This is an optimization exercise on Yosys and OpenROAD, whose aim is small area and a short achievable clock period, not a production implementation.
The RTL of this run was laid out without a check of its function.
No activity file was given, so power comes from the tool's default toggle rates.

<file path="config.mk">
export PLATFORM = sky130hd
export DESIGN_NAME = jizin_rx
export DESIGN_NICKNAME = jizin_rx
export VERILOG_FILES = /design/flow/design.v
export SDC_FILE = /design/flow/constraint.sdc
export NUM_CORES = 4
export LEC_CHECK = 0
export CAP_MARGIN = 20
export CORE_MARGIN = 2
export CORE_UTILIZATION = 40
export SLEW_MARGIN = 20
</file>
<file path="constraint.sdc">
create_clock -name core_clock -period 11.5 [get_ports {clk}]
set_input_delay 2.3000 -clock core_clock [delete_from_list [all_inputs] [get_ports {clk}]]
set_output_delay 2.3000 -clock core_clock [all_outputs]
set_load 0.01 [all_outputs]
</file>
<file path="design.v">
module jizin_rx (
    input  wire        clk,
    input  wire        rst,
    input  wire        in_valid,
    input  wire [1:0]  in_hdr,
    input  wire [63:0] in_data,
    output reg         dat_valid,
    output wire [63:0] dat_data,
    output reg         frm_valid,
    output reg  [1:0]  frm_status,
    output reg         frm_crc_err,
    output wire [11:0] frm_seq,
    output wire [1:0]  frm_vc,
    output wire        frm_sot,
    output wire        frm_eot,
    output wire [7:0]  frm_len_m1,
    output reg         lc_valid,
    output wire [7:0]  lc_type,
    output wire [39:0] lc_fields,
    output reg         mk_valid,
    output reg         mk_stripe,
    output wire [7:0]  mk_lane,
    output wire [7:0]  mk_epoch,
    output wire [7:0]  mk_mask,
    output wire [11:0] next_rx,
    output reg  [15:0] blk_errs,
    output reg  [15:0] crc_errs,
    output reg  [15:0] frames_rx
);
    localparam [31:0] C_SOF = 32'hF0958FA1;    
    localparam [31:0] K_EOF = 32'h9ADD2096;    
    reg  [57:0]  scr;
    wire [121:0] ext = {in_data, scr};
    wire [63:0]  pay;
    genvar gi;
    generate
        for (gi = 0; gi < 64; gi = gi + 1) begin : g_ds
            assign pay[gi] = ext[58 + gi] ^ ext[19 + gi] ^ ext[gi];
        end
    endgenerate
    always @(posedge clk) begin
        if (rst)
            scr <= {58{1'b1}};
        else if (in_valid)
            scr <= in_data[63:6];
    end
    reg  [63:0] p1;
    reg  [47:0] p2;
    wire        in_frame_nx;
    wire       i_ok   = in_valid & ~rst;
    wire       i_data = (in_hdr == 2'b01);
    wire       i_ctrl = (in_hdr == 2'b10);
    wire [7:0] i_bt   = pay[7:0];
    wire       i_idle = (i_bt == 8'h1E);
    wire       i_mk   = (i_bt == 8'h2D) | (i_bt == 8'h33);
    wire       i_lc   = (i_bt == 8'h4B);
    wire       i_sof  = (i_bt == 8'h78);
    wire       i_eof  = (i_bt == 8'h87);
    reg  is_data, c_idle, c_sof, c_eof, c_lc, c_mk, c_err;
    always @(posedge clk) begin
        p1        <= pay;
        is_data   <= i_ok & i_data;
        c_idle    <= i_ok & i_ctrl & i_idle;
        c_sof     <= i_ok & i_ctrl & i_sof;
        c_eof     <= i_ok & i_ctrl & i_eof;
        c_lc      <= i_ok & i_ctrl & i_lc;
        c_mk      <= i_ok & i_ctrl & i_mk;
        c_err     <= i_ok & ~i_data & ~(i_ctrl & (i_idle | i_mk | i_lc | i_sof | i_eof));
        dat_valid <= i_ok & i_data & in_frame_nx;
        p2        <= p1[55:8];
    end
    assign dat_data = p1;
    wire [7:0] syn8;
    wire crc8_ok  = ~|syn8;
    wire blk_err  = c_err | ((c_lc | c_mk) & ~crc8_ok);
    reg         in_frame;
    reg         f_bad, f_rsvd;
    reg  [4:0]  f_rem;           
    reg         f_got;           
    reg         f_over;          
    reg  [2:0]  f_l3;            
    reg  [31:0] f_crc;
    reg         sof_d;
    reg  [23:0] f_hdr;           
    wire in_dat   = in_frame & is_data;
    wire brk      = in_frame & (c_idle | c_sof);
    wire close    = in_frame & c_eof;
    assign in_frame_nx = c_sof | (in_frame & ~(c_idle | c_eof));
    wire last     = ~f_got & (f_rem == 5'd0);
    wire       rem0     = (f_rem == 5'd0);
    wire [4:0] f_rem_nx = c_sof ? p1[31:27] : (in_dat & ~f_got & ~rem0) ? f_rem - 5'd1 : f_rem;
    wire       f_got_nx = ~c_sof & (f_got | (in_dat & rem0));
    wire [2:0] f_l3_nx  = c_sof ? p1[26:24] : f_l3;
    wire       last_nx  = ~f_got_nx & (f_rem_nx == 5'd0);
    reg  [7:0] m_r;                  
    reg  [3:0] psel;                 
    reg        inj;                  
    generate
        for (gi = 0; gi < 8; gi = gi + 1) begin : g_mr
            always @(posedge clk)
                m_r[gi] <= ~(i_ctrl & i_eof) & ((i_ctrl & i_sof) | ~last_nx | (gi <= f_l3_nx));
        end
        for (gi = 0; gi < 4; gi = gi + 1) begin : g_ps
            always @(posedge clk)
                psel[gi] <= i_ctrl & i_eof & (f_l3_nx[1:0] == (2'd3 - gi));
        end
    endgenerate
    always @(posedge clk)
        inj <= i_data & last_nx & ~f_l3_nx[2];
    wire [63:0] d_msk;
    wire [63:0] x_sh;
    generate
        for (gi = 0; gi < 8; gi = gi + 1) begin : g_dm
            assign d_msk[8*gi +: 8] = p1[8*gi +: 8] & {8{m_r[gi]}};
        end
    endgenerate
    assign x_sh = ({32'd0, f_crc}       & {64{psel[0]}})
                | ({24'd0, f_crc,  8'd0} & {64{psel[1]}})
                | ({16'd0, f_crc, 16'd0} & {64{psel[2]}})
                | ({ 8'd0, f_crc, 24'd0} & {64{psel[3]}});
    wire [63:0] crc_d = d_msk | x_sh;
    wire [31:0] crc_s = ({32{is_data}} & f_crc) | ({32{c_eof}} & p1[39:8]) | ({32{c_sof}} & C_SOF);
    wire [31:0] crc_q = crc_s ^ crc_d[31:0];
    wire [31:0] crc_a = crc_q & {32{~inj}};
    wire [31:0] crc_b = inj ? crc_q : crc_d[63:32];
    wire [31:0] crc_out;             
    wire mc_t0 = crc_a[3] ^ crc_a[13];
    wire mc_t1 = crc_a[19] ^ crc_b[7];
    wire mc_t2 = crc_a[11] ^ crc_b[0];
    wire mc_t3 = crc_a[6] ^ crc_a[16];
    wire mc_t4 = crc_a[12] ^ crc_b[3];
    wire mc_t5 = crc_a[4] ^ crc_a[9];
    wire mc_t6 = crc_a[5] ^ crc_a[15];
    wire mc_t7 = crc_a[8] ^ crc_b[5];
    wire mc_t8 = crc_b[4] ^ crc_b[22];
    wire mc_t9 = crc_a[7] ^ crc_b[2];
    wire mc_t10 = crc_a[30] ^ crc_b[23];
    wire mc_t11 = crc_b[15] ^ mc_t0;
    wire mc_t12 = crc_a[10] ^ crc_b[24];
    wire mc_t13 = crc_a[14] ^ crc_b[25];
    wire mc_t14 = crc_a[18] ^ crc_b[6];
    wire mc_t15 = crc_a[31] ^ crc_b[29];
    wire mc_t16 = crc_b[19] ^ mc_t1;
    wire mc_t17 = crc_b[13] ^ mc_t2;
    wire mc_t18 = crc_a[2] ^ crc_a[22];
    wire mc_t19 = crc_a[1] ^ crc_a[21];
    wire mc_t20 = crc_a[23] ^ crc_b[11];
    wire mc_t21 = crc_b[16] ^ crc_b[28];
    wire mc_t22 = crc_a[17] ^ crc_b[31];
    wire mc_t23 = crc_b[14] ^ crc_b[30];
    wire mc_t24 = crc_b[10] ^ crc_b[26];
    wire mc_t25 = crc_a[25] ^ crc_b[20];
    wire mc_t26 = crc_a[24] ^ crc_b[12];
    wire mc_t27 = crc_a[20] ^ crc_b[8];
    wire mc_t28 = crc_a[26] ^ crc_b[21];
    wire mc_t29 = crc_b[17] ^ mc_t15;
    wire mc_t30 = crc_b[9] ^ mc_t4;
    wire mc_t31 = crc_b[27] ^ mc_t5;
    wire mc_t32 = crc_a[28] ^ crc_b[18];
    wire mc_t33 = mc_t10 ^ mc_t21;
    wire mc_t34 = crc_b[31] ^ mc_t7;
    wire mc_t35 = crc_a[29] ^ mc_t11;
    wire mc_t36 = crc_a[27] ^ mc_t8;
    wire mc_t37 = crc_a[0] ^ crc_b[1];
    wire mc_t38 = mc_t9 ^ mc_t19;
    wire mc_t39 = mc_t12 ^ mc_t29;
    wire mc_t40 = crc_a[7] ^ mc_t23;
    wire mc_t41 = mc_t3 ^ mc_t6;
    wire mc_t42 = crc_a[22] ^ mc_t14;
    wire mc_t43 = mc_t13 ^ mc_t31;
    wire mc_t44 = crc_a[21] ^ mc_t22;
    wire mc_t45 = mc_t16 ^ mc_t25;
    wire mc_t46 = crc_a[20] ^ mc_t20;
    wire mc_t47 = crc_a[25] ^ mc_t17;
    wire mc_t48 = crc_a[0] ^ crc_b[28];
    wire mc_t49 = crc_a[11] ^ mc_t27;
    wire mc_t50 = crc_a[27] ^ crc_b[22];
    wire mc_t51 = crc_a[12] ^ mc_t32;
    wire mc_t52 = crc_a[8] ^ crc_b[30];
    wire mc_t53 = crc_a[2] ^ mc_t6;
    wire mc_t54 = crc_b[12] ^ mc_t9;
    wire mc_t55 = crc_a[13] ^ mc_t37;
    wire mc_t56 = crc_a[4] ^ crc_a[5];
    wire mc_t57 = crc_a[14] ^ crc_b[7];
    wire mc_t58 = crc_b[17] ^ mc_t36;
    wire mc_t59 = crc_b[2] ^ crc_b[25];
    wire mc_t60 = crc_a[1] ^ crc_a[26];
    wire mc_t61 = crc_b[3] ^ mc_t34;
    wire mc_t62 = crc_b[0] ^ mc_t26;
    wire mc_t63 = crc_b[24] ^ mc_t42;
    wire mc_t64 = crc_a[11] ^ crc_b[1];
    wire mc_t65 = crc_a[6] ^ mc_t30;
    wire mc_t66 = crc_b[23] ^ crc_b[27];
    wire mc_t67 = crc_b[14] ^ mc_t54;
    wire mc_t68 = crc_a[28] ^ crc_b[4];
    wire mc_t69 = mc_t5 ^ mc_t36;
    wire mc_t70 = mc_t12 ^ mc_t24;
    wire mc_t71 = crc_a[23] ^ mc_t28;
    wire mc_t72 = crc_a[24] ^ mc_t50;
    wire mc_t73 = mc_t17 ^ mc_t18;
    wire mc_t74 = crc_a[16] ^ mc_t35;
    wire mc_t75 = crc_a[3] ^ crc_b[2];
    wire mc_t76 = crc_b[15] ^ mc_t34;
    wire mc_t77 = crc_b[6] ^ mc_t18;
    wire mc_t78 = crc_a[10] ^ crc_b[26];
    wire mc_t79 = mc_t2 ^ mc_t48;
    wire mc_t80 = crc_b[8] ^ crc_b[10];
    wire mc_t81 = mc_t3 ^ mc_t24;
    wire mc_t82 = mc_t4 ^ mc_t40;
    wire mc_t83 = crc_b[29] ^ mc_t55;
    wire mc_t84 = crc_a[17] ^ crc_b[5];
    wire mc_t85 = mc_t41 ^ mc_t58;
    wire mc_t86 = crc_a[31] ^ mc_t53;
    wire mc_t87 = crc_a[5] ^ mc_t15;
    wire mc_t88 = crc_a[27] ^ crc_b[10];
    wire mc_t89 = crc_b[27] ^ mc_t7;
    wire mc_t90 = crc_a[30] ^ mc_t56;
    wire mc_t91 = crc_a[9] ^ crc_b[25];
    wire mc_t92 = crc_b[11] ^ mc_t7;
    wire mc_t93 = crc_a[31] ^ mc_t25;
    wire mc_t94 = crc_a[9] ^ mc_t28;
    wire mc_t95 = mc_t19 ^ mc_t30;
    wire mc_t96 = crc_b[27] ^ mc_t45;
    wire mc_t97 = crc_b[9] ^ crc_b[11];
    wire mc_t98 = crc_a[18] ^ mc_t31;
    wire mc_t99 = crc_a[15] ^ mc_t3;
    wire mc_t100 = mc_t75 ^ mc_t78;
    wire mc_t101 = crc_a[4] ^ mc_t84;
    wire mc_t102 = crc_b[9] ^ mc_t57;
    wire mc_t103 = mc_t22 ^ mc_t62;
    wire mc_t104 = crc_a[26] ^ crc_b[1];
    wire mc_t105 = crc_a[28] ^ mc_t27;
    wire mc_t106 = crc_b[8] ^ mc_t97;
    wire mc_t107 = mc_t0 ^ mc_t79;
    wire mc_t108 = crc_a[3] ^ mc_t26;
    wire mc_t109 = mc_t10 ^ mc_t65;
    wire mc_t110 = crc_a[1] ^ mc_t16;
    wire mc_t111 = mc_t18 ^ mc_t52;
    wire mc_t112 = crc_a[12] ^ mc_t43;
    wire mc_t113 = crc_a[29] ^ mc_t8;
    wire mc_t114 = mc_t47 ^ mc_t106;
    wire mc_t115 = mc_t20 ^ mc_t26;
    wire mc_t116 = crc_b[17] ^ mc_t66;
    wire mc_t117 = mc_t33 ^ mc_t39;
    wire mc_t118 = crc_b[7] ^ mc_t9;
    wire mc_t119 = mc_t46 ^ mc_t82;
    wire mc_t120 = crc_b[0] ^ mc_t16;
    wire mc_t121 = crc_b[29] ^ mc_t25;
    wire mc_t122 = crc_b[7] ^ crc_b[16];
    wire mc_t123 = mc_t37 ^ mc_t68;
    wire mc_t124 = mc_t20 ^ mc_t33;
    wire mc_t125 = crc_a[17] ^ mc_t100;
    wire mc_t126 = crc_a[0] ^ crc_b[20];
    wire mc_t127 = mc_t13 ^ mc_t32;
    wire mc_t128 = crc_b[30] ^ mc_t14;
    wire mc_t129 = crc_a[30] ^ mc_t85;
    wire mc_t130 = mc_t45 ^ mc_t60;
    wire mc_t131 = crc_a[29] ^ mc_t105;
    wire mc_t132 = crc_b[18] ^ mc_t95;
    wire mc_t133 = mc_t74 ^ mc_t127;
    wire mc_t134 = mc_t35 ^ mc_t64;
    wire mc_t135 = crc_a[19] ^ mc_t67;
    wire mc_t136 = mc_t51 ^ mc_t72;
    wire mc_t137 = mc_t30 ^ mc_t49;
    wire mc_t138 = crc_b[16] ^ mc_t69;
    wire mc_t139 = mc_t11 ^ mc_t29;
    wire mc_t140 = crc_a[12] ^ crc_a[16];
    wire mc_t141 = mc_t70 ^ mc_t115;
    wire mc_t142 = crc_b[13] ^ mc_t96;
    wire mc_t143 = crc_b[5] ^ mc_t51;
    wire mc_t144 = crc_b[6] ^ mc_t11;
    wire mc_t145 = crc_a[13] ^ mc_t28;
    wire mc_t146 = crc_a[8] ^ crc_b[13];
    wire mc_t147 = mc_t0 ^ mc_t38;
    wire mc_t148 = crc_b[21] ^ crc_b[28];
    wire mc_t149 = crc_a[14] ^ mc_t33;
    wire mc_t150 = mc_t118 ^ mc_t137;
    wire mc_t151 = mc_t52 ^ mc_t91;
    wire mc_t152 = crc_b[19] ^ mc_t44;
    wire mc_t153 = mc_t1 ^ mc_t43;
    wire mc_t154 = crc_a[7] ^ mc_t110;
    wire mc_t155 = mc_t24 ^ mc_t46;
    wire mc_u0 = crc_a[14] ^ crc_a[1];
    wire mc_u1 = crc_b[1] ^ crc_b[20];
    wire mc_u2 = crc_b[3] ^ crc_b[6];
    wire mc_u3 = mc_t1 ^ mc_t10;
    wire mc_u4 = mc_t2 ^ mc_t27;
    wire mc_u5 = mc_t3 ^ mc_u0;
    wire mc_u6 = mc_u1 ^ mc_u2;
    wire mc_u7 = mc_u3 ^ mc_u4;
    wire mc_u8 = mc_u5 ^ mc_u6;
    wire mc_u9 = mc_t125 ^ mc_u7;
    wire mc_u10 = mc_u8 ^ mc_t138;
    assign crc_out[0] = mc_u9 ^ mc_u10;
    wire mc_u11 = crc_a[18] ^ crc_a[21];
    wire mc_u12 = crc_b[21] ^ mc_t12;
    wire mc_u13 = mc_u11 ^ mc_t101;
    wire mc_u14 = mc_t116 ^ mc_t123;
    wire mc_u15 = mc_u12 ^ mc_t86;
    wire mc_u16 = mc_u13 ^ mc_u14;
    wire mc_u17 = mc_t150 ^ mc_u15;
    assign crc_out[1] = mc_u16 ^ mc_u17;
    wire mc_u18 = crc_a[19] ^ crc_a[5];
    wire mc_u19 = mc_t3 ^ mc_t59;
    wire mc_u20 = mc_t7 ^ mc_t80;
    wire mc_u21 = mc_u18 ^ mc_t113;
    wire mc_u22 = mc_u19 ^ mc_u20;
    wire mc_u23 = mc_t107 ^ mc_t63;
    wire mc_u24 = mc_u21 ^ mc_u22;
    wire mc_u25 = mc_t132 ^ mc_u23;
    assign crc_out[2] = mc_u24 ^ mc_u25;
    wire mc_u26 = crc_b[4] ^ mc_t13;
    wire mc_u27 = mc_t5 ^ mc_t84;
    wire mc_u28 = mc_t77 ^ mc_u26;
    wire mc_u29 = mc_u27 ^ mc_t155;
    wire mc_u30 = mc_t83 ^ mc_u28;
    wire mc_u31 = mc_t109 ^ mc_t154;
    wire mc_u32 = mc_u29 ^ mc_u30;
    assign crc_out[3] = mc_u31 ^ mc_u32;
    wire mc_u33 = crc_b[4] ^ mc_t126;
    wire mc_u34 = mc_t27 ^ mc_t57;
    wire mc_u35 = mc_t128 ^ mc_t89;
    wire mc_u36 = mc_u33 ^ mc_u34;
    wire mc_u37 = mc_t141 ^ mc_t147;
    wire mc_u38 = mc_t86 ^ mc_u35;
    wire mc_u39 = mc_u36 ^ mc_u37;
    assign crc_out[4] = mc_u38 ^ mc_u39;
    wire mc_u40 = mc_t148 ^ mc_t19;
    wire mc_u41 = mc_t108 ^ mc_t77;
    wire mc_u42 = mc_t99 ^ mc_u40;
    wire mc_u43 = mc_t61 ^ mc_u41;
    wire mc_u44 = mc_u42 ^ mc_t114;
    wire mc_u45 = mc_t153 ^ mc_u43;
    assign crc_out[5] = mc_u44 ^ mc_u45;
    wire mc_u46 = crc_a[23] ^ mc_t6;
    wire mc_u47 = mc_t60 ^ mc_t88;
    wire mc_u48 = mc_t121 ^ mc_u46;
    wire mc_u49 = mc_u47 ^ mc_t149;
    wire mc_u50 = mc_t65 ^ mc_t73;
    wire mc_u51 = mc_u48 ^ mc_t135;
    wire mc_u52 = mc_u49 ^ mc_u50;
    assign crc_out[6] = mc_u51 ^ mc_u52;
    wire mc_u53 = crc_a[24] ^ crc_a[2];
    wire mc_u54 = crc_b[24] ^ mc_t146;
    wire mc_u55 = mc_t28 ^ mc_t88;
    wire mc_u56 = mc_u53 ^ mc_t123;
    wire mc_u57 = mc_t99 ^ mc_u54;
    wire mc_u58 = mc_u55 ^ mc_t139;
    wire mc_u59 = mc_u56 ^ mc_u57;
    wire mc_u60 = mc_t119 ^ mc_u58;
    assign crc_out[7] = mc_u59 ^ mc_u60;
    wire mc_u61 = crc_a[25] ^ mc_t23;
    wire mc_u62 = mc_t38 ^ mc_t92;
    wire mc_u63 = mc_u61 ^ mc_t103;
    wire mc_u64 = mc_u62 ^ mc_t138;
    wire mc_u65 = mc_u63 ^ mc_t133;
    assign crc_out[8] = mc_u64 ^ mc_u65;
    wire mc_u66 = crc_a[18] ^ crc_b[12];
    wire mc_u67 = mc_t75 ^ mc_u66;
    wire mc_u68 = mc_u67 ^ mc_t131;
    wire mc_u69 = mc_t73 ^ mc_t76;
    wire mc_u70 = mc_t130 ^ mc_t85;
    wire mc_u71 = mc_u68 ^ mc_u69;
    assign crc_out[9] = mc_u70 ^ mc_u71;
    wire mc_u72 = crc_a[2] ^ crc_b[14];
    wire mc_u73 = mc_t78 ^ mc_u72;
    wire mc_u74 = mc_t102 ^ mc_t113;
    wire mc_u75 = mc_t17 ^ mc_t38;
    wire mc_u76 = mc_t71 ^ mc_u73;
    wire mc_u77 = mc_t143 ^ mc_u74;
    wire mc_u78 = mc_u75 ^ mc_u76;
    assign crc_out[10] = mc_u77 ^ mc_u78;
    wire mc_u79 = crc_a[15] ^ crc_b[14];
    wire mc_u80 = crc_b[19] ^ mc_t10;
    wire mc_u81 = mc_t4 ^ mc_t80;
    wire mc_u82 = mc_u79 ^ mc_t72;
    wire mc_u83 = mc_t77 ^ mc_t89;
    wire mc_u84 = mc_u80 ^ mc_u81;
    wire mc_u85 = mc_u82 ^ mc_u83;
    wire mc_u86 = mc_u84 ^ mc_t134;
    assign crc_out[11] = mc_u85 ^ mc_u86;
    wire mc_u87 = crc_b[24] ^ crc_b[2];
    wire mc_u88 = mc_t140 ^ mc_t5;
    wire mc_u89 = mc_t68 ^ mc_u87;
    wire mc_u90 = mc_t102 ^ mc_t93;
    wire mc_u91 = mc_u88 ^ mc_u89;
    wire mc_u92 = mc_t124 ^ mc_t144;
    wire mc_u93 = mc_u90 ^ mc_u91;
    assign crc_out[12] = mc_u92 ^ mc_u93;
    wire mc_u94 = crc_a[29] ^ crc_b[3];
    wire mc_u95 = mc_t122 ^ mc_t13;
    wire mc_u96 = mc_t6 ^ mc_t80;
    wire mc_u97 = mc_u94 ^ mc_t101;
    wire mc_u98 = mc_t145 ^ mc_t62;
    wire mc_u99 = mc_u95 ^ mc_u96;
    wire mc_u100 = mc_t39 ^ mc_u97;
    wire mc_u101 = mc_u98 ^ mc_u99;
    assign crc_out[13] = mc_u100 ^ mc_u101;
    wire mc_u102 = crc_b[18] ^ crc_b[1];
    wire mc_u103 = crc_b[26] ^ mc_t13;
    wire mc_u104 = mc_u102 ^ mc_t128;
    wire mc_u105 = mc_u103 ^ mc_u104;
    wire mc_u106 = mc_t114 ^ mc_u105;
    assign crc_out[14] = mc_t129 ^ mc_u106;
    wire mc_u107 = crc_a[15] ^ crc_a[31];
    wire mc_u108 = crc_b[9] ^ mc_t104;
    wire mc_u109 = mc_t22 ^ mc_t66;
    wire mc_u110 = mc_u107 ^ mc_t16;
    wire mc_u111 = mc_t81 ^ mc_u108;
    wire mc_u112 = mc_u109 ^ mc_t143;
    wire mc_u113 = mc_t67 ^ mc_u110;
    wire mc_u114 = mc_u111 ^ mc_u112;
    assign crc_out[15] = mc_u113 ^ mc_u114;
    wire mc_u115 = crc_a[6] ^ crc_b[11];
    wire mc_u116 = mc_t146 ^ mc_t8;
    wire mc_u117 = mc_u115 ^ mc_t70;
    wire mc_u118 = mc_u116 ^ mc_t149;
    wire mc_u119 = mc_t98 ^ mc_u117;
    wire mc_u120 = mc_t134 ^ mc_t154;
    wire mc_u121 = mc_u118 ^ mc_u119;
    assign crc_out[16] = mc_u120 ^ mc_u121;
    wire mc_u122 = mc_t126 ^ mc_t49;
    wire mc_u123 = mc_t53 ^ mc_t92;
    wire mc_u124 = mc_u122 ^ mc_u123;
    wire mc_u125 = mc_t112 ^ mc_t117;
    wire mc_u126 = mc_t135 ^ mc_u124;
    assign crc_out[17] = mc_u125 ^ mc_u126;
    wire mc_u127 = crc_a[20] ^ crc_b[12];
    wire mc_u128 = crc_b[26] ^ mc_t148;
    wire mc_u129 = mc_u127 ^ mc_t151;
    wire mc_u130 = mc_t17 ^ mc_t41;
    wire mc_u131 = mc_u128 ^ mc_t144;
    wire mc_u132 = mc_t39 ^ mc_u129;
    wire mc_u133 = mc_u130 ^ mc_t132;
    wire mc_u134 = mc_u131 ^ mc_u132;
    assign crc_out[18] = mc_u133 ^ mc_u134;
    wire mc_u135 = crc_a[10] ^ crc_b[18];
    wire mc_u136 = mc_t122 ^ mc_t8;
    wire mc_u137 = mc_u135 ^ mc_t40;
    wire mc_u138 = mc_t81 ^ mc_u136;
    wire mc_u139 = mc_t152 ^ mc_t73;
    wire mc_u140 = mc_t83 ^ mc_u137;
    wire mc_u141 = mc_u138 ^ mc_t112;
    wire mc_u142 = mc_u139 ^ mc_u140;
    assign crc_out[19] = mc_u141 ^ mc_u142;
    wire mc_u143 = crc_a[13] ^ mc_t21;
    wire mc_u144 = mc_t31 ^ mc_t42;
    wire mc_u145 = mc_u143 ^ mc_t120;
    wire mc_u146 = mc_t76 ^ mc_u144;
    wire mc_u147 = mc_t119 ^ mc_u145;
    wire mc_u148 = mc_u146 ^ mc_t129;
    assign crc_out[20] = mc_u147 ^ mc_u148;
    wire mc_u149 = crc_a[23] ^ crc_b[26];
    wire mc_u150 = mc_t26 ^ mc_t32;
    wire mc_u151 = mc_t50 ^ mc_u149;
    wire mc_u152 = mc_t38 ^ mc_t79;
    wire mc_u153 = mc_t90 ^ mc_u150;
    wire mc_u154 = mc_u151 ^ mc_t139;
    wire mc_u155 = mc_t61 ^ mc_u152;
    wire mc_u156 = mc_u153 ^ mc_u154;
    assign crc_out[21] = mc_u155 ^ mc_u156;
    wire mc_u157 = crc_a[16] ^ crc_a[29];
    wire mc_u158 = crc_a[30] ^ mc_u157;
    wire mc_u159 = mc_t111 ^ mc_t49;
    wire mc_u160 = mc_t87 ^ mc_u158;
    wire mc_u161 = mc_t125 ^ mc_t136;
    wire mc_u162 = mc_u159 ^ mc_u160;
    wire mc_u163 = mc_u161 ^ mc_u162;
    assign crc_out[22] = mc_t142 ^ mc_u163;
    wire mc_u164 = mc_t23 ^ mc_t71;
    wire mc_u165 = mc_t93 ^ mc_t107;
    wire mc_u166 = mc_t131 ^ mc_t152;
    wire mc_u167 = mc_t98 ^ mc_u164;
    wire mc_u168 = mc_t109 ^ mc_u165;
    wire mc_u169 = mc_u166 ^ mc_u167;
    assign crc_out[23] = mc_u168 ^ mc_u169;
    wire mc_u170 = crc_a[24] ^ crc_b[23];
    wire mc_u171 = mc_t21 ^ mc_u170;
    wire mc_u172 = mc_t44 ^ mc_t81;
    wire mc_u173 = mc_t87 ^ mc_t94;
    wire mc_u174 = mc_u171 ^ mc_t35;
    wire mc_u175 = mc_t63 ^ mc_u172;
    wire mc_u176 = mc_u173 ^ mc_t150;
    wire mc_u177 = mc_u174 ^ mc_u175;
    assign crc_out[24] = mc_u176 ^ mc_u177;
    wire mc_u178 = crc_b[9] ^ mc_t140;
    wire mc_u179 = mc_t64 ^ mc_t116;
    wire mc_u180 = mc_t121 ^ mc_t151;
    wire mc_u181 = mc_u178 ^ mc_t147;
    wire mc_u182 = mc_t155 ^ mc_t63;
    wire mc_u183 = mc_u179 ^ mc_u180;
    wire mc_u184 = mc_u181 ^ mc_u182;
    assign crc_out[25] = mc_u183 ^ mc_u184;
    wire mc_u185 = crc_b[18] ^ crc_b[2];
    wire mc_u186 = mc_t4 ^ mc_t48;
    wire mc_u187 = mc_u185 ^ mc_t111;
    wire mc_u188 = mc_t145 ^ mc_t44;
    wire mc_u189 = mc_u186 ^ mc_t141;
    wire mc_u190 = mc_u187 ^ mc_u188;
    wire mc_u191 = mc_t153 ^ mc_u189;
    assign crc_out[26] = mc_u190 ^ mc_u191;
    wire mc_u192 = crc_a[4] ^ mc_t59;
    wire mc_u193 = mc_t41 ^ mc_t42;
    wire mc_u194 = mc_u192 ^ mc_t103;
    wire mc_u195 = mc_t124 ^ mc_t83;
    wire mc_u196 = mc_u193 ^ mc_u194;
    wire mc_u197 = mc_u195 ^ mc_t142;
    assign crc_out[27] = mc_u196 ^ mc_u197;
    wire mc_u198 = crc_a[5] ^ mc_t14;
    wire mc_u199 = mc_t108 ^ mc_t40;
    wire mc_u200 = mc_t71 ^ mc_u198;
    wire mc_u201 = mc_t47 ^ mc_t69;
    wire mc_u202 = mc_u199 ^ mc_u200;
    wire mc_u203 = mc_t117 ^ mc_u201;
    assign crc_out[28] = mc_u202 ^ mc_u203;
    wire mc_u204 = crc_a[6] ^ crc_b[23];
    wire mc_u205 = crc_b[25] ^ mc_t1;
    wire mc_u206 = mc_t104 ^ mc_t23;
    wire mc_u207 = mc_t56 ^ mc_u204;
    wire mc_u208 = mc_u205 ^ mc_u206;
    wire mc_u209 = mc_u207 ^ mc_t136;
    wire mc_u210 = mc_t39 ^ mc_t47;
    wire mc_u211 = mc_t76 ^ mc_u208;
    wire mc_u212 = mc_u209 ^ mc_u210;
    assign crc_out[29] = mc_u211 ^ mc_u212;
    wire mc_u213 = crc_a[0] ^ mc_t12;
    wire mc_u214 = mc_t22 ^ mc_t8;
    wire mc_u215 = mc_t90 ^ mc_u213;
    wire mc_u216 = mc_u214 ^ mc_t82;
    wire mc_u217 = mc_u215 ^ mc_t130;
    wire mc_u218 = mc_u216 ^ mc_t133;
    assign crc_out[30] = mc_u217 ^ mc_u218;
    wire mc_u219 = crc_a[10] ^ crc_b[22];
    wire mc_u220 = mc_t14 ^ mc_t37;
    wire mc_u221 = mc_t59 ^ mc_u219;
    wire mc_u222 = mc_t94 ^ mc_u220;
    wire mc_u223 = mc_u221 ^ mc_t120;
    wire mc_u224 = mc_t61 ^ mc_t86;
    wire mc_u225 = mc_u222 ^ mc_t74;
    wire mc_u226 = mc_u223 ^ mc_u224;
    assign crc_out[31] = mc_u225 ^ mc_u226;
    wire c8_t0 = p1[11] ^ p1[44];
    wire c8_t1 = p1[18] ^ p1[30];
    wire c8_t2 = p1[13] ^ p1[46];
    wire c8_t3 = p1[12] ^ p1[47];
    wire c8_t4 = p1[34] ^ c8_t1;
    wire c8_t5 = p1[29] ^ p1[33];
    wire c8_t6 = p1[54] ^ c8_t0;
    wire c8_t7 = p1[15] ^ p1[45];
    wire c8_t8 = p1[28] ^ c8_t6;
    wire c8_t9 = p1[23] ^ c8_t3;
    wire c8_t10 = p1[48] ^ c8_t8;
    wire c8_t11 = p1[14] ^ p1[24];
    wire c8_t12 = p1[38] ^ c8_t5;
    wire c8_t13 = p1[43] ^ c8_t7;
    wire c8_t14 = p1[32] ^ c8_t4;
    wire c8_t15 = c8_t9 ^ c8_t11;
    wire c8_t16 = c8_t2 ^ c8_t14;
    wire c8_t17 = p1[39] ^ c8_t16;
    wire c8_t18 = p1[27] ^ p1[53];
    wire c8_t19 = p1[19] ^ p1[31];
    wire c8_t20 = p1[35] ^ p1[40];
    wire c8_t21 = p1[8] ^ p1[51];
    wire c8_t22 = p1[42] ^ p1[52];
    wire c8_t23 = p1[22] ^ c8_t13;
    wire c8_t24 = c8_t10 ^ c8_t12;
    wire c8_t25 = p1[25] ^ p1[50];
    wire c8_t26 = p1[14] ^ p1[21];
    wire c8_t27 = p1[16] ^ p1[41];
    wire c8_t28 = p1[9] ^ p1[26];
    wire c8_t29 = p1[20] ^ c8_t27;
    wire c8_t30 = c8_t15 ^ c8_t24;
    wire c8_t31 = p1[36] ^ c8_t29;
    wire c8_t32 = p1[37] ^ c8_t17;
    wire c8_t33 = p1[10] ^ p1[17];
    wire c8_t34 = p1[49] ^ c8_t25;
    wire c8_t35 = p1[55] ^ c8_t23;
    wire c8_t36 = c8_t19 ^ c8_t20;
    wire c8_t37 = p1[32] ^ c8_t26;
    wire c8_t38 = c8_t22 ^ c8_t28;
    wire c8_u0 = p1[23] ^ p1[55];
    wire c8_u1 = p1[56] ^ p1[8];
    wire c8_u2 = c8_u0 ^ c8_u1;
    wire c8_u3 = c8_t36 ^ c8_u2;
    wire c8_u4 = c8_u3 ^ c8_t10;
    assign syn8[0] = c8_u4 ^ c8_t32;
    wire c8_u5 = p1[45] ^ p1[49];
    wire c8_u6 = p1[57] ^ p1[9];
    wire c8_u7 = c8_u5 ^ c8_u6;
    wire c8_u8 = c8_u7 ^ c8_t31;
    wire c8_u9 = c8_u8 ^ c8_t30;
    assign syn8[1] = c8_t32 ^ c8_u9;
    wire c8_u10 = p1[18] ^ p1[21];
    wire c8_u11 = p1[40] ^ p1[42];
    wire c8_u12 = p1[58] ^ c8_t33;
    wire c8_u13 = c8_t7 ^ c8_u10;
    wire c8_u14 = c8_u11 ^ c8_t34;
    wire c8_u15 = c8_u12 ^ c8_u13;
    wire c8_u16 = c8_u14 ^ c8_u15;
    assign syn8[2] = c8_u16 ^ c8_t30;
    wire c8_u17 = p1[11] ^ p1[12];
    wire c8_u18 = p1[19] ^ p1[26];
    wire c8_u19 = p1[29] ^ p1[41];
    wire c8_u20 = p1[59] ^ c8_t21;
    wire c8_u21 = c8_u17 ^ c8_u18;
    wire c8_u22 = c8_u19 ^ c8_t34;
    wire c8_u23 = c8_u20 ^ c8_u21;
    wire c8_u24 = c8_u22 ^ c8_u23;
    wire c8_u25 = c8_t35 ^ c8_u24;
    assign syn8[3] = c8_t17 ^ c8_u25;
    wire c8_u26 = p1[20] ^ p1[27];
    wire c8_u27 = p1[30] ^ p1[33];
    wire c8_u28 = p1[44] ^ p1[50];
    wire c8_u29 = p1[51] ^ p1[60];
    wire c8_u30 = c8_t2 ^ c8_u26;
    wire c8_u31 = c8_u27 ^ c8_u28;
    wire c8_u32 = c8_u29 ^ c8_t36;
    wire c8_u33 = c8_t38 ^ c8_u30;
    wire c8_u34 = c8_u31 ^ c8_t15;
    wire c8_u35 = c8_u32 ^ c8_u33;
    assign syn8[4] = c8_u34 ^ c8_u35;
    wire c8_u36 = p1[10] ^ p1[13];
    wire c8_u37 = p1[25] ^ p1[28];
    wire c8_u38 = p1[31] ^ p1[34];
    wire c8_u39 = p1[47] ^ p1[52];
    wire c8_u40 = p1[61] ^ c8_t18;
    wire c8_u41 = c8_t21 ^ c8_u36;
    wire c8_u42 = c8_u37 ^ c8_u38;
    wire c8_u43 = c8_u39 ^ c8_t13;
    wire c8_u44 = c8_t37 ^ c8_u40;
    wire c8_u45 = c8_u41 ^ c8_u42;
    wire c8_u46 = c8_t31 ^ c8_u43;
    wire c8_u47 = c8_u44 ^ c8_u45;
    assign syn8[5] = c8_u46 ^ c8_u47;
    wire c8_u48 = p1[15] ^ p1[16];
    wire c8_u49 = p1[17] ^ p1[22];
    wire c8_u50 = p1[35] ^ p1[37];
    wire c8_u51 = p1[46] ^ p1[53];
    wire c8_u52 = p1[62] ^ c8_t5;
    wire c8_u53 = c8_u48 ^ c8_u49;
    wire c8_u54 = c8_u50 ^ c8_u51;
    wire c8_u55 = c8_t37 ^ c8_t38;
    wire c8_u56 = c8_u52 ^ c8_u53;
    wire c8_u57 = c8_u54 ^ c8_t8;
    wire c8_u58 = c8_u55 ^ c8_u56;
    assign syn8[6] = c8_u57 ^ c8_u58;
    wire c8_u59 = p1[36] ^ p1[54];
    wire c8_u60 = p1[63] ^ c8_t18;
    wire c8_u61 = c8_t33 ^ c8_u59;
    wire c8_u62 = c8_t12 ^ c8_t4;
    wire c8_u63 = c8_t9 ^ c8_u60;
    wire c8_u64 = c8_u61 ^ c8_u62;
    wire c8_u65 = c8_u63 ^ c8_t35;
    assign syn8[7] = c8_u64 ^ c8_u65;
    wire ld_crc  = c_sof | close | (in_dat & ~f_got);
    always @(posedge clk) begin
        if (rst)
            in_frame <= 1'b0;
        else
            in_frame <= in_frame_nx;
        sof_d <= c_sof;
        if (sof_d)
            f_hdr <= p2[23:0];
        if (ld_crc)
            f_crc <= crc_out;
        if (c_sof) begin
            f_bad  <= 1'b0;
            f_rsvd <= |p1[63:32];
            f_over <= 1'b0;
        end else begin
            if (in_frame & blk_err)
                f_bad <= 1'b1;
            if (in_dat & f_got)
                f_over <= 1'b1;
        end
        f_rem <= f_rem_nx;
        f_got <= f_got_nx;
        f_l3  <= f_l3_nx;
    end
    assign frm_seq    = f_hdr[11:0];
    assign frm_vc     = f_hdr[13:12];
    assign frm_sot    = f_hdr[14];
    assign frm_eot    = f_hdr[15];
    assign frm_len_m1 = f_hdr[23:16];
    always @(posedge clk) begin
        lc_valid  <= ~rst & c_lc & crc8_ok;
        mk_valid  <= ~rst & c_mk & crc8_ok;
        mk_stripe <= p1[1];
    end
    assign lc_type   = p2[7:0];
    assign lc_fields = p2[47:8];
    assign mk_lane   = p2[7:0];
    assign mk_epoch  = p2[15:8];
    assign mk_mask   = p2[23:16];
    reg chk;
    reg be_d;
    wire        count_ok = f_got & ~f_over;
    wire        crc_fail = count_ok & (f_crc != K_EOF);
    wire        bad      = f_bad | f_rsvd | ~count_ok | crc_fail;
    wire [11:0] sq       = frames_rx[11:0] + ~f_hdr[11:0];    
    wire        seq_eq   = &sq;
    wire        seq_dup  = ~|sq[11:8];
    always @(posedge clk) begin
        chk  <= ~rst & close;
        be_d <= ~rst & blk_err;
        frm_valid   <= ~rst & (brk | chk);
        frm_status  <= (brk | bad) ? 2'd2 : seq_eq ? 2'd0 : seq_dup ? 2'd1 : 2'd3;
        frm_crc_err <= ~brk & crc_fail;
        if (rst) begin
            blk_errs  <= 16'd0;
            crc_errs  <= 16'd0;
            frames_rx <= 16'd0;
        end else begin
            blk_errs  <= blk_errs + {15'd0, be_d};
            crc_errs  <= crc_errs + {15'd0, frm_valid & frm_crc_err};
            frames_rx <= frames_rx + {15'd0, frm_valid & (frm_status == 2'd0)};
        end
    end
    assign next_rx = frames_rx[11:0];
endmodule
</file>
<file path="flow/run.sh">
#!/bin/bash
# Standard ORFS layout (standard.sh) with timing repair aimed at a setup
# margin, small port buffers, larger clock-sink clusters and a lower
# placement density. ORFS writes each step's log under orfs/logs; make's own
# output goes to standard.log.
bash standard.sh \
  SETUP_SLACK_MARGIN=8.1 \
  PLACE_DENSITY=0.5 \
  "BUFFER_PORTS_ARGS=-buffer_cell sky130_fd_sc_hd__buf_1" \
  CTS_CLUSTER_SIZE=26 CTS_CLUSTER_DIAMETER=100 \
  finish > standard.log 2>&1
</file>
<file path="standard.sh">
#!/bin/bash
# synth_recipe.tcl (not shown) runs the flow's synth.tcl, then flattens the netlist and writes it again
# the make line also repeats each setting of config.mk as NAME=value (left out here)
make -C /OpenROAD-flow-scripts/flow DESIGN_CONFIG=/design/flow/config.mk WORK_HOME=/design/flow/orfs CLKGATE_MAP_FILE= SYNTH_SCRIPT=/design/flow/synth_recipe.tcl "${@:-finish}"
</file>
==> run summary <==
==> cell usage in the layout, fill, tap and decap left out, types with 12 or more instances in the layout <==
master / n
xnor3_1: 42
dfxtp_1: 127
a21oi_1: 45
dfxtp_4: 81
nand3_1: 36
o21ai_1: 13
a222oi_1: 32
xnor2_2: 42
nor2b_1: 66
clkbuf_16: 20
ha_1: 18
buf_2: 79
a22oi_1: 34
xor2_1: 124
nor3_1: 15
and2_1: 13
nor2_1: 126
o21ai_0: 30
inv_1: 33
buf_6: 83
nand2_1: 93
nor4_1: 12
clkbuf_2: 35
xnor2_4: 24
xnor2_1: 432
a211o_1: 60
buf_4: 230
buf_12: 18
edfxtp_1: 57
dfxtp_2: 53
xor2_2: 24
buf_1: 111
and3_1: 13
a221oi_2: 12
==> final timing paths <==
path	startpoint	end	slack [ns]	cells past startpoint
hold / removal	chk	frm_valid	0.43	2
setup reg to reg	f_crc[22]	f_crc[16]	7.97	10
setup / recovery	f_crc[22]	f_crc[16]	7.97	10
hold reg to reg	chk	frm_valid	0.43	2
==> worst register-to-register path, stage by stage, from the launching register on <==
cell and delay [ns]:
edfxtp_1 0.56, buf_4 0.22, a22oi_1 0.16, nand2_1 0.20, xor2_4 0.21, buf_4 0.19
xnor2_2 0.17, o221ai_1 0.79, xnor2_1 0.22, xnor2_1 0.21, xnor3_1 0.32
==> power by group <==
group / switching [mW] / internal [mW] / total, mW / leakage, nW
registers: 0.111 / 1.34 / 1.45 / 2.73
logic: 1.68 / 1.59 / 3.27 / 7.67
clock network: 0.424 / 0.322 / 0.745 / 0.281
==> sequential cells by signal (all words and copies together) (netlist names), 5 cells and up <==
name and count:
f_rem 5, m_r 8, f_crc 32, p2 48, frames_rx 16, p1 64, scr 58, blk_errs 16
crc_errs 16, f_hdr 24
==> routing by layer <==
layer	global-route usage	vias to the layer above	wire length (µm)
met5	0	-	12
met4	0.0875	2	2920
met3	0.0701	180	9720
met2	0.465	1100	36200
met1	0.454	8695	36800
li1	-	7702	-
==> final cells by class <==
type	count	area share
Inverter	35	0.00494
Timing Repair Buffer	566	0.157
Sequential cell	318	0.275
Tap cell	672	0.0316
Multi-Input combinational cell	1511	0.509
Clock inverter	6	0.00400
Clock buffer	23	0.0185
==> metrics by stage <==
step | hold WS, ns | power, mW
4_1_cts | 0.429 | 5.26
3_5_place_dp | 0.424 | 4.19
5_1_grt | 0.423 | 5.66
6_report | 0.431 | 5.46
3_3_place_gp | 0.420 | 4.19
2_1_floorplan | 0.392 | 3.44
==> cells by family after synthesis <==
logic type / share of synthesized area
AOI/OAI and AO/OA: 0.125
xor gates and xnor gates: 0.349
adders and majority gates: 0.0121
buffers and inverters: 0.0473
DFF: 0.342
muxes: 0.0148
and+or+nand+nor: 0.110
==> synth_stat cells (38+ instances only) <==
master      n
xnor2_1   470
o21ai_0    38
a211o_1    61
clkbuf_1   46
a21oi_1    51
nand2_1    97
edfxtp_1   57
xor2_1    148
nor2_1    131
nor2b_1    67
dfxtp_1   261
xnor3_1    44
==> timing repair <==
| action | in CTS | in global routing |
|---|---|---|
| pin swaps | 22 | 42 |
| gates resized for setup | 514 | 163 |
| endpoints found under the setup margin | 235 | 157 |
| setup buffers | 152 | 79 |
| gates cloned | 0 | 1 |
==> summary.md <==
| Metric | Value |
|---|---|
| Die Ht | 229 µm |
| Status | no timing/DRC/antenna violations |
| Ranking of synthesized cells by area | dfxtp_1 26%, xnor2_1 20%, edfxtp_1 8.4% |
| Ys async rst share | 0 |
| TNS Setup | 0 ns |
| Synthesis Warnings | 1 |
| Vias | 17700 |
| CTS tree | yes |
| Setup Skew | 0.0427 ns |
| Die X | 229 µm |
| Initial core utilization | 0.405 |
| Leakage | 10.7 nW |
| Worst VDD drop | 0.0000938 V |
| RSZ-0062 raised after global routing | true |
| I/O pin cnt | 297 |
| Sequential element share of the synthesized area | 0.342 |
| Synth Area per Inst | 10.2 µm² |
| Setup Viol. Count Final | 0 |
| Post-DRT Antenna Nets | 0 |
| Max cap viols | 0 |
| Worst-path fanout max | 5 |
| Reg area | 0.00731 mm² |
| CTS Hold Bufs | 0 |
| Hold Fails Final Rpt | 0 |
| Total GRT Usage | 0.313 |
| Placed Instances | 2870 |
| Final #Nets | 2538 |
| Footprint of the multi-input gates | 0.0135 mm² |
| Die ar. | 0.0526 mm² |
| Synth Flop Type | dfxtp_1 |
| Hold Crit Class | reg2reg |
| Area after DPL | 0.0219 mm² |
| Antenna violations before repair | 4 |
| Post-synth top area cell | dfxtp_1 |
| Ant diodes | 0 |
| Via density | 5.65 |
| Synthesized net count | 2085 |
| Worst Setup End Kind | flip-flop |
| Crit path DAT | 3.81 ns |
| 1st-iter DRT viols | 2254 |
| Largest net degree at the start of global routing | 83 |
| Slowest Stage Delay on Critical Path | 0.79 ns |
| CTS Buffer Depth | 3 |
| Port buffer count | 296 |
| # fillers | 4582 |
| Global-route wire length before repair | 119000 µm |
| Fin cells | 3131 |
| Worst-Skew Late Latency | 0.57 ns |
| Slowest cell on crit path | o221ai_1 |
| Avg WL per Cell | 27.4 µm |
| GRT overflow | 0 |
| Final setup margin | 7.97 ns |
| Pwr dens | 206 mW/mm² |
| Post-synthesis cell type count | 93 |
| Minimum clock period | 3.53 ns |
| Post-synthesis register bit count | 318 |
| Mapped Cells | 1997 |
| Layout cells sized above 1 | 0.331 |
| Post-DP HPWL | 60400 µm |
| Area growth, synth to finish | 30.9% |
| TritonCTS buffer count | 18 |
| Max Clk Rate | 0.283 GHz |
| Num rows | 82 |
| H-tree depth | 1 |
| Clock slew at reported path FFs | 0.10 ns |
| Place WS | 7.23 ns |
| CTS Sinks | 318 |
| GPL Wtd Cong | 1.03 |
| Crit Path Class | reg2reg |
| Synth top area share | 0.257 |
| Root Buffer | clkbuf_16 |
| Final Cycle Share | 0.307 |
| Critical path launch point type | flip-flop |
| Routed WL | 85600 µm |
| Fin util | 0.530 |
| # DRC | 0 |
| Critical Path RT | 11.78 ns |
| Post-synth EDFFs | 57 |
| Fin. max-slew vios | 0 |
| Slew HR | 0.263 |
| Delay-heaviest family, CP | XOR/XNOR gates |
| Worst-margin pin slew | 1.10 ns |
| Core area | 0.0502 mm² |
| CP bufs+invs | 2 |
| Vias in the first global route | 16300 |
| Syn Std Cell Area | 0.0203 mm² |
| TritonRoute pass-1 iters | 11 |
| CP cell instances | buf_4 -> a22oi_1 -> nand2_1 -> xor2_4 -> buf_4 -> xnor2_2 -> o221ai_1 -> xnor2_1 -> xnor2_1 -> xnor3_1 |
| Design Area, Final | 0.0266 mm² |

separate check: timing with driven ports:
The flow's constraints put no driver on any port. The routed layout listed below was extracted and timed again, unchanged, in two steps.
Step 1, drivers: a clkbuf_16 drives clk and a buf_2 each remaining input, both assumed.
Step 2 moves the port delays by t, midway between the first and last clock arrival at a register: inputs arrive t later, outputs are due t later. That takes back most of the time a late clock gives input paths.
a / b / c = ideal / step 1 / step 2; a / b = the first two.
t, ns: 0.610
setup WS [ns]: 7.971 / 7.945 / 7.620
worst setup path after step 2: input to register
latest minus earliest clock arrival (ns): 0.042 / 0.042
worst data-port slew with drivers (ns): 0.07
After both steps this run still meets setup and hold. The setup slack of this run moves by -0.026 ns with the drivers and by -0.351 ns with both steps.
